Source: an optimization exercise on an open RTL-to-GDS flow (aim: small area, a short achievable clock period and few clock cycles per item). Production flows keep margins and buffers that such runs may drop.
Where RTL was checked, it was by simulation tests only, not by an equivalence proof against the original.

Design cry_sha256, start of the top module:
module cry_sha256 (
    input  wire         clk,
    input  wire         rst,
    input  wire         in_valid,
    output wire         in_ready,
    input  wire         in_first,
    input  wire [31:0]  in_data,
    output wire         out_valid,
    output wire [255:0] digest
);
For scale: ~5300 cells after synthesis, ~1100 flip-flops, about 290 I/O pins, roughly 50000 sq um of cells after synthesis.
==> flow/config.mk <==
export PLATFORM = sky130hd
export DESIGN_NAME = cry_sha256
export DESIGN_NICKNAME = cry_sha256
export VERILOG_FILES = /design/flow/design.v
export SDC_FILE = /design/flow/constraint.sdc
export NUM_CORES = 4
export LEC_CHECK = 0
export CAP_MARGIN = 20
export CORE_MARGIN = 2
export CORE_UTILIZATION = 60
export CTS_CLUSTER_DIAMETER = 70
export CTS_CLUSTER_SIZE = 25
export PLACE_DENSITY = 0.75
export SETUP_SLACK_MARGIN = 5
export SLEW_MARGIN = 20
==> flow/constraint.sdc <==
create_clock -name core_clock -period 10.0 [get_ports {clk}]
set_input_delay 2.0000 -clock core_clock [delete_from_list [all_inputs] [get_ports {clk}]]
set_output_delay 2.0000 -clock core_clock [all_outputs]
set_load 0.01 [all_outputs]
run.sh (not shown) runs the stock make flow with config.mk's settings and CLKGATE_MAP_FILE= SYNTH_SCRIPT=/design/flow/synth_recipe.tcl, a recipe that flattens the netlist after the stock synthesis.
Testbench counts at the start, summed over its fixed seeds: cycles 81,952, blocks 1,280.
Then changed:
--- a/flow/design.v
+++ b/flow/design.v
@@ -17,21 +17,21 @@
     reg         nw;            
     reg         nf;            
     reg         fst;           
     reg         ov;
     reg  [3:0]  sc;            
     reg         ok;            
     reg  [31:0] sr [0:15];     
     reg  [31:0] a, b, c, d, e, f, g;
     reg  [31:0] p;             
     reg  [31:0] ra0, ra1, ra2, ra3, re0, re1, re2, re3;
-    reg  [2:0]  ph;
+    reg  [1:0]  ph;
     reg         ov1;
     reg [31:0] kn;
     always @* begin
         case (k)
             6'd63: kn = 32'h428a2f98;
             6'd0:  kn = 32'h71374491;
             6'd1:  kn = 32'hb5c0fbcf;
             6'd2:  kn = 32'he9b5dba5;
             6'd3:  kn = 32'h3956c25b;
             6'd4:  kn = 32'h59f111f1;
@@ -91,29 +91,28 @@
             6'd58: kn = 32'h8cc70208;
             6'd59: kn = 32'h90befffa;
             6'd60: kn = 32'ha4506ceb;
             6'd61: kn = 32'hbef9a3f7;
             default: kn = 32'hc67178f2;
         endcase
     end
     reg k_lo, k_61, k_62, k_63, k_sch, k_hi;    
     reg sel_h, sel_iv;         
     wire al = (sc == 4'd0);                    
-    assign in_ready  = al && (act ? (!ok || k_lo || k_62 || (k_63 && nw)) : (nw || ph == 3'd5));
+    assign in_ready  = al && (act ? (!ok || k_lo || k_62 || (k_63 && nw)) : (nw || ph == 2'd1));
     assign out_valid = ov;
     assign digest    = {ra0, ra1, ra2, ra3, re0, re1, re2, re3};
     wire take = in_valid && in_ready;
     wire go   = act && ok;                     
     wire stall = al && !in_valid && (act ? (!ok || k_lo || (k_63 && nw)) : nw);
     wire nxt  = take && nw;                    
-    wire iv   = nf && nw && k_63 && al;        
-    wire pre  = !act && nw && al;              
+    wire iv   = nf && nw && k_63;              
     reg [5:0] kx;                              
     always @* begin
         kx = k;
         if (rst)
             kx = 6'd63;
         else if (!act) begin
             if (take && nw) kx = 6'd0;
         end else if (go) begin
             if (k_63) kx = nxt ? 6'd0 : 6'd63;
             else      kx = k + 6'd1;
@@ -189,43 +188,42 @@
         sr[15] <= take ? in_data : (go && k_sch) ? wn : sr[0];
     end
     always @(posedge clk) begin
         if (iv) begin
             {a, b, c, d, e, f, g} <= {IV0, IV1, IV2, IV3, IV4, IV5, IV6};
         end else if (go) begin
             if (k_63)
                 {a, b, c, d, e, f, g} <= {an, sa, ra0, ra1, en, se, re0};
             else
                 {a, b, c, d, e, f, g} <= {an, a, b, c, en, e, f};
-        end else begin
-            {a, b, c, d, e, f, g} <= {p, a, b, c, d, e, f};
-        end
-        p <= (go || pre) ? pn : g;
+        end
+        if (go || (!act && nw && al))
+            p <= pn;
     end
     always @(posedge clk) begin
         {ra0, ra1, ra2} <= {sa, ra0, ra1};
         {re0, re1, re2} <= {se, re0, re1};
         ra3 <= (go && k_63) ? an : ra2;
         re3 <= (go && k_63) ? en : re2;
     end
     always @(posedge clk) begin
         if (rst) begin
             act <= 1'b0;
             nw  <= 1'b0;
             ov  <= 1'b0;
             ov1 <= 1'b0;
             sc  <= 4'd0;
-            ph  <= 3'd5;                       
+            ph  <= 2'd0;
             ok  <= 1'b0;
         end else begin
             ok <= !act ? nxt : !ok ? take : k_lo ? take : k_63 ? nxt : 1'b1;
-            ph <= ph + 3'd1;
+            ph <= ph + 2'd1;
             if (!al || stall)
                 sc <= sc + 4'd1;
             ov1 <= go && k_63;
             ov  <= ov1;
             if (take && !nw)
                 nf <= in_first;
             if (!act) begin
                 if (take) begin
                     nw <= !nw;
                     if (nw) begin
What happened: Cell count grows slightly. Setup slack gets better by 0.18 ns. Final area goes up by a few percent. Via count rose by a few percent. Non-clock buffer count does not change. Clock-buffer cell count rises by 5. Wire length increases by a few percent. First-iteration DRC count rises by a few percent. Worst hold slack gets better by 0.0037 ns. Critical path depth drops by 1. Utilization stays flat. Register-to-register slack improved by 0.18 ns.
Testbench counts after the change, summed over its fixed seeds: cycles 81,960, blocks 1,280.

---

The RTL this note starts from:
==> flow/design.v <==
module cry_sha256 (
    input  wire         clk,
    input  wire         rst,
    input  wire         in_valid,
    output wire         in_ready,
    input  wire         in_first,
    input  wire [31:0]  in_data,
    output wire         out_valid,
    output wire [255:0] digest
);
    localparam [31:0] IV0 = 32'h6a09e667, IV1 = 32'hbb67ae85,
                      IV2 = 32'h3c6ef372, IV3 = 32'ha54ff53a,
                      IV4 = 32'h510e527f, IV5 = 32'h9b05688c,
                      IV6 = 32'h1f83d9ab, IV7 = 32'h5be0cd19;
    reg         act;           
    reg  [5:0]  k;             
    reg         nw;            
    reg         nf;            
    reg         fst;           
    reg         ov;
    reg  [3:0]  sc;            
    reg         ok;            
    reg  [31:0] sr [0:15];     
    reg  [31:0] a, b, c, d, e, f, g;
    reg  [31:0] p;             
    reg  [31:0] ra0, ra1, ra2, ra3, re0, re1, re2, re3;
    reg  [2:0]  ph;
    reg         ov1;
    reg [31:0] kn;
    always @* begin
        case (k)
            6'd63: kn = 32'h428a2f98;
            6'd0:  kn = 32'h71374491;
            6'd1:  kn = 32'hb5c0fbcf;
            6'd2:  kn = 32'he9b5dba5;
            6'd3:  kn = 32'h3956c25b;
            6'd4:  kn = 32'h59f111f1;
            6'd5:  kn = 32'h923f82a4;
            6'd6:  kn = 32'hab1c5ed5;
            6'd7:  kn = 32'hd807aa98;
            6'd8:  kn = 32'h12835b01;
            6'd9:  kn = 32'h243185be;
            6'd10: kn = 32'h550c7dc3;
            6'd11: kn = 32'h72be5d74;
            6'd12: kn = 32'h80deb1fe;
            6'd13: kn = 32'h9bdc06a7;
            6'd14: kn = 32'hc19bf174;
            6'd15: kn = 32'he49b69c1;
            6'd16: kn = 32'hefbe4786;
            6'd17: kn = 32'h0fc19dc6;
            6'd18: kn = 32'h240ca1cc;
            6'd19: kn = 32'h2de92c6f;
            6'd20: kn = 32'h4a7484aa;
            6'd21: kn = 32'h5cb0a9dc;
            6'd22: kn = 32'h76f988da;
            6'd23: kn = 32'h983e5152;
            6'd24: kn = 32'ha831c66d;
            6'd25: kn = 32'hb00327c8;
            6'd26: kn = 32'hbf597fc7;
            6'd27: kn = 32'hc6e00bf3;
            6'd28: kn = 32'hd5a79147;
            6'd29: kn = 32'h06ca6351;
            6'd30: kn = 32'h14292967;
            6'd31: kn = 32'h27b70a85;
            6'd32: kn = 32'h2e1b2138;
            6'd33: kn = 32'h4d2c6dfc;
            6'd34: kn = 32'h53380d13;
            6'd35: kn = 32'h650a7354;
            6'd36: kn = 32'h766a0abb;
            6'd37: kn = 32'h81c2c92e;
            6'd38: kn = 32'h92722c85;
            6'd39: kn = 32'ha2bfe8a1;
            6'd40: kn = 32'ha81a664b;
            6'd41: kn = 32'hc24b8b70;
            6'd42: kn = 32'hc76c51a3;
            6'd43: kn = 32'hd192e819;
            6'd44: kn = 32'hd6990624;
            6'd45: kn = 32'hf40e3585;
            6'd46: kn = 32'h106aa070;
            6'd47: kn = 32'h19a4c116;
            6'd48: kn = 32'h1e376c08;
            6'd49: kn = 32'h2748774c;
            6'd50: kn = 32'h34b0bcb5;
            6'd51: kn = 32'h391c0cb3;
            6'd52: kn = 32'h4ed8aa4a;
            6'd53: kn = 32'h5b9cca4f;
            6'd54: kn = 32'h682e6ff3;
            6'd55: kn = 32'h748f82ee;
            6'd56: kn = 32'h78a5636f;
            6'd57: kn = 32'h84c87814;
            6'd58: kn = 32'h8cc70208;
            6'd59: kn = 32'h90befffa;
            6'd60: kn = 32'ha4506ceb;
            6'd61: kn = 32'hbef9a3f7;
            default: kn = 32'hc67178f2;
        endcase
    end
    reg k_lo, k_61, k_62, k_63, k_sch, k_hi;    
    reg sel_h, sel_iv;         
    reg  al;                   
    reg  iv;                   
    reg  pre;                  
    assign in_ready  = al && (act ? (!ok || k_lo || k_62 || (k_63 && nw)) : (nw || ph == 3'd5));
    assign out_valid = ov;
    assign digest    = {ra0, ra1, ra2, ra3, re0, re1, re2, re3};
    wire take = in_valid && in_ready;
    wire go   = act && ok;                     
    wire stall = al && !in_valid && (act ? (!ok || k_lo || (k_63 && nw)) : nw);
    wire nxt  = take && nw;                    
    wire       act_n = rst ? 1'b0 : !act ? (take && nw) : (go && k_63) ? nxt : act;
    wire       nw_n  = rst ? 1'b0 : !act ? (nw ^ take) :
                       (go && k_63) ? (!nxt && (nw || take)) : (go && k_62) ? take : nw;
    wire       nf_n  = (take && !nw) ? in_first : nf;
    wire [3:0] sc_n  = rst ? 4'd0 : (!al || stall) ? sc + 4'd1 : sc;
    reg [5:0] kx;                              
    always @* begin
        kx = k;
        if (rst)
            kx = 6'd63;
        else if (!act) begin
            if (take && nw) kx = 6'd0;
        end else if (go) begin
            if (k_63) kx = nxt ? 6'd0 : 6'd63;
            else      kx = k + 6'd1;
        end
    end
    always @(posedge clk) begin
        k     <= kx;
        k_lo  <= (kx <= 6'd13);                
        k_61  <= (kx == 6'd61);
        k_62  <= (kx == 6'd62);
        k_63  <= (kx == 6'd63);
        k_sch <= (kx >= 6'd14) && (kx <= 6'd61);   
        k_hi  <= (kx >= 6'd62);                
        sel_h  <= (kx == 6'd63) && !fst;       
        sel_iv <= (kx == 6'd63) && fst;
        act    <= act_n;
        nw     <= nw_n;
        nf     <= nf_n;
        sc     <= sc_n;
        al     <= (sc_n == 4'd0);
        iv     <= nf_n && nw_n && (kx == 6'd63) && (sc_n == 4'd0);
        pre    <= !act_n && nw_n && (sc_n == 4'd0);
    end
    wire k_fin = k_61 || k_62 || k_63;         
    function [63:0] csa;
        input [31:0] x, y, z;
        csa = {x ^ y ^ z, ((x & y) | (x & z) | (y & z)) << 1};
    endfunction
    function [31:0] add;
        input [31:0] x, y;
        reg [31:0] gg, pp, g2, p2;
        integer s, j;
        begin
            gg = x & y;
            pp = x ^ y;
            g2 = gg;
            p2 = pp;
            for (s = 1; s < 32; s = s * 2) begin
                for (j = 31; j >= s; j = j - 1) begin
                    g2[j] = g2[j] | (p2[j] & g2[j - s]);
                    p2[j] = p2[j] & p2[j - s];
                end
            end
            add = pp ^ {g2[30:0], 1'b0};
        end
    endfunction
    wire [31:0] s1e = {e[5:0], e[31:6]} ^ {e[10:0], e[31:11]} ^ {e[24:0], e[31:25]};
    wire [31:0] ch  = (e & f) ^ (~e & g);
    wire [31:0] s0a = {a[1:0], a[31:2]} ^ {a[12:0], a[31:13]} ^ {a[21:0], a[31:22]};
    wire [31:0] maj = (a & b) | (a & c) | (b & c);
    wire [31:0] b0  = ({32{sel_h}} & ra2) | ({32{sel_iv}} & IV0);
    wire [31:0] b4  = ({32{sel_h}} & re2) | ({32{sel_iv}} & IV4);
    wire [63:0] l1a = csa(s1e, ch, p);
    wire [63:0] l1b = csa(s0a, maj, b0);
    wire [63:0] l2a = csa(l1a[63:32], l1a[31:0], l1b[63:32]);
    wire [63:0] l3a = csa(l2a[63:32], l2a[31:0], l1b[31:0]);
    wire [31:0] an  = add(l3a[63:32], l3a[31:0]);    
    wire [63:0] l2e = csa(l1a[63:32], l1a[31:0], d);
    wire [63:0] l3e = csa(l2e[63:32], l2e[31:0], b4);
    wire [31:0] en  = add(l3e[63:32], l3e[31:0]);    
    wire        fin = go && k_fin;
    wire [31:0] ba  = (fin && fst) ? (k_61 ? IV3 : k_62 ? IV2 : IV1) : ra3;
    wire [31:0] be  = (fin && fst) ? (k_61 ? IV7 : k_62 ? IV6 : IV5) : re3;
    wire [31:0] sa  = ba + (fin ? a : 32'd0);
    wire [31:0] se  = be + (fin ? e : 32'd0);
    wire [31:0] hn  = iv ? IV7 : k_63 ? re1 : g;
    wire [63:0] lp  = csa(hn, kn, sr[15]);
    wire [31:0] pn  = lp[63:32] + lp[31:0];
    wire [31:0] w1  = sr[1];
    wire [31:0] w14 = sr[14];
    wire [31:0] sg0 = {w1[6:0], w1[31:7]} ^ {w1[17:0], w1[31:18]} ^ (w1 >> 3);
    wire [31:0] sg1 = {w14[16:0], w14[31:17]} ^ {w14[18:0], w14[31:19]} ^ (w14 >> 10);
    wire [63:0] lw1 = csa(sg1, sg0, sr[9]);
    wire [63:0] lw2 = csa(lw1[63:32], lw1[31:0], sr[0]);
    wire [31:0] wn  = lw2[63:32] + lw2[31:0];
    integer i;
    always @(posedge clk) begin
        for (i = 0; i < 15; i = i + 1)
            sr[i] <= sr[i + 1];
        sr[15] <= take ? in_data : (go && k_sch) ? wn : sr[0];
    end
    always @(posedge clk) begin
        if (iv) begin
            {a, b, c, d, e, f, g} <= {IV0, IV1, IV2, IV3, IV4, IV5, IV6};
        end else if (go) begin
            if (k_63)
                {a, b, c, d, e, f, g} <= {an, sa, ra0, ra1, en, se, re0};
            else
                {a, b, c, d, e, f, g} <= {an, a, b, c, en, e, f};
        end else begin
            {a, b, c, d, e, f, g} <= {p, a, b, c, d, e, f};
        end
        p <= (go || pre) ? pn : g;
    end
    always @(posedge clk) begin
        {ra0, ra1, ra2} <= {sa, ra0, ra1};
        {re0, re1, re2} <= {se, re0, re1};
        ra3 <= (go && k_63) ? an : ra2;
        re3 <= (go && k_63) ? en : re2;
    end
    always @(posedge clk) begin
        if (rst) begin
            ov  <= 1'b0;
            ov1 <= 1'b0;
            ph  <= 3'd5;                       
            ok  <= 1'b0;
        end else begin
            ok <= !act ? nxt : !ok ? take : k_lo ? take : k_63 ? nxt : 1'b1;
            ph <= ph + 3'd1;
            ov1 <= go && k_63;
            ov  <= ov1;
            if ((!act && nxt) || (go && k_63 && nxt))
                fst <= nf;
        end
    end
endmodule
clock: 10.0 ns
lec_check: 0
cap_margin: 20
core_margin: 2
core_utilization: 60
cts_cluster_diameter: 70
cts_cluster_size: 25
place_density: 0.75
setup_slack_margin: 5
slew_margin: 20
standard.sh (not shown) runs the stock make flow with config.mk's settings and CLKGATE_MAP_FILE= SYNTH_SCRIPT=/design/flow/synth_recipe.tcl, a recipe that flattens the netlist after the stock synthesis.
==> flow/flow/run.sh <==
#!/bin/bash
# The standard layout (ORFS, standard synthesis), except that the port
# buffers are plain sky130_fd_sc_hd__buf_1 cells rather than the delay
# buffers buffer_ports picks by default. make's output goes to
# flow_standard.log; each ORFS step keeps its own log under orfs/logs/.
set -euo pipefail
bash standard.sh "BUFFER_PORTS_ARGS=-buffer_cell sky130_fd_sc_hd__buf_1" finish > flow_standard.log 2>&1
Next try:
--- a/flow/design.v
+++ b/flow/design.v
@@ -95,25 +95,20 @@
             default: kn = 32'hc67178f2;
         endcase
     end
     reg k_lo, k_61, k_62, k_63, k_sch, k_hi;    
     reg sel_h, sel_iv;         
-    reg  al;                   
-    reg  iv;                   
-    reg  pre;                  
+    wire al = (sc == 4'd0);                    
     assign in_ready  = al && (act ? (!ok || k_lo || k_62 || (k_63 && nw)) : (nw || ph == 3'd5));
     assign out_valid = ov;
     assign digest    = {ra0, ra1, ra2, ra3, re0, re1, re2, re3};
     wire take = in_valid && in_ready;
     wire go   = act && ok;                     
     wire stall = al && !in_valid && (act ? (!ok || k_lo || (k_63 && nw)) : nw);
     wire nxt  = take && nw;                    
-    wire       act_n = rst ? 1'b0 : !act ? (take && nw) : (go && k_63) ? nxt : act;
-    wire       nw_n  = rst ? 1'b0 : !act ? (nw ^ take) :
-                       (go && k_63) ? (!nxt && (nw || take)) : (go && k_62) ? take : nw;
-    wire       nf_n  = (take && !nw) ? in_first : nf;
-    wire [3:0] sc_n  = rst ? 4'd0 : (!al || stall) ? sc + 4'd1 : sc;
+    wire iv   = nf && nw && k_63 && al;        
+    wire pre  = !act && nw && al;              
     reg [5:0] kx;                              
     always @* begin
         kx = k;
         if (rst)
             kx = 6'd63;
@@ -132,17 +127,10 @@
         k_63  <= (kx == 6'd63);
         k_sch <= (kx >= 6'd14) && (kx <= 6'd61);   
         k_hi  <= (kx >= 6'd62);                
         sel_h  <= (kx == 6'd63) && !fst;       
         sel_iv <= (kx == 6'd63) && fst;
-        act    <= act_n;
-        nw     <= nw_n;
-        nf     <= nf_n;
-        sc     <= sc_n;
-        al     <= (sc_n == 4'd0);
-        iv     <= nf_n && nw_n && (kx == 6'd63) && (sc_n == 4'd0);
-        pre    <= !act_n && nw_n && (sc_n == 4'd0);
     end
     wire k_fin = k_61 || k_62 || k_63;         
     function [63:0] csa;
         input [31:0] x, y, z;
         csa = {x ^ y ^ z, ((x & y) | (x & z) | (y & z)) << 1};
@@ -219,19 +207,46 @@
         ra3 <= (go && k_63) ? an : ra2;
         re3 <= (go && k_63) ? en : re2;
     end
     always @(posedge clk) begin
         if (rst) begin
+            act <= 1'b0;
+            nw  <= 1'b0;
             ov  <= 1'b0;
             ov1 <= 1'b0;
+            sc  <= 4'd0;
             ph  <= 3'd5;                       
             ok  <= 1'b0;
         end else begin
             ok <= !act ? nxt : !ok ? take : k_lo ? take : k_63 ? nxt : 1'b1;
             ph <= ph + 3'd1;
+            if (!al || stall)
+                sc <= sc + 4'd1;
             ov1 <= go && k_63;
             ov  <= ov1;
-            if ((!act && nxt) || (go && k_63 && nxt))
-                fst <= nf;
+            if (take && !nw)
+                nf <= in_first;
+            if (!act) begin
+                if (take) begin
+                    nw <= !nw;
+                    if (nw) begin
+                        act <= 1'b1;
+                        fst <= nf;
+                    end
+                end
+            end else if (go) begin
+                if (k_63) begin
+                    if (nxt) begin
+                        fst <= nf;
+                        nw  <= 1'b0;
+                    end else begin
+                        act <= 1'b0;
+                        nw  <= nw || take;
+                    end
+                end else begin
+                    if (k_62)
+                        nw <= take;
+                end
+            end
         end
     end
 endmodule
Outcome: Synthesized area decreases by 0.38%. Global-route usage decreases by 4.1 points. Design area is about the same. Maximum frequency increases by 2.9%. Via count decreases by 1.9%.
Testbench counts after the change, summed over its fixed seeds: cycles 81,952, blocks 1,280.
No functional check of the RTL was part of the first run of this note.

## what the ideal ports hide
How much do the figures lean on ideal ports? The routed layouts below were timed once more, with nothing changed but the port constraints. Step 1 (the two cells are an assumption about what drives the block):
set clk [get_ports {clk}]
set_driving_cell -lib_cell sky130_fd_sc_hd__clkbuf_16 $clk
set_driving_cell -lib_cell sky130_fd_sc_hd__buf_2 [delete_from_list [all_inputs] $clk]
Step 2 moves the port delays by t, midway between the first and last clock arrival at a register: inputs arrive t later, outputs are due t later. That takes back most of the time a late clock gives input paths. a / b / c = no drivers / after step 1 / after step 2; a / b = the first two.
| run | shift t [ns] | slack for setup (ns) | worst slew at a driven data input, ns |
|---|---|---|---|
| the first run of note 1 | 0.757 | 4.834 / 4.834 / 4.539 | 0.05 |
| the second run of note 1 | 0.757 | 5.012 / 5.012 / 4.396 | 0.06 |
| the first run of note 2 | 0.747 | 4.826 / 4.826 / 4.317 | 0.08 |
| the second run of note 2 | 0.744 | 4.971 / 4.971 / 4.426 | 0.04 |
After both steps setup and hold are still met in every run listed. For the second run of note 1, which loses most, drivers alone change the setup slack by 0.000 ns; drivers and shift together by -0.616 ns.
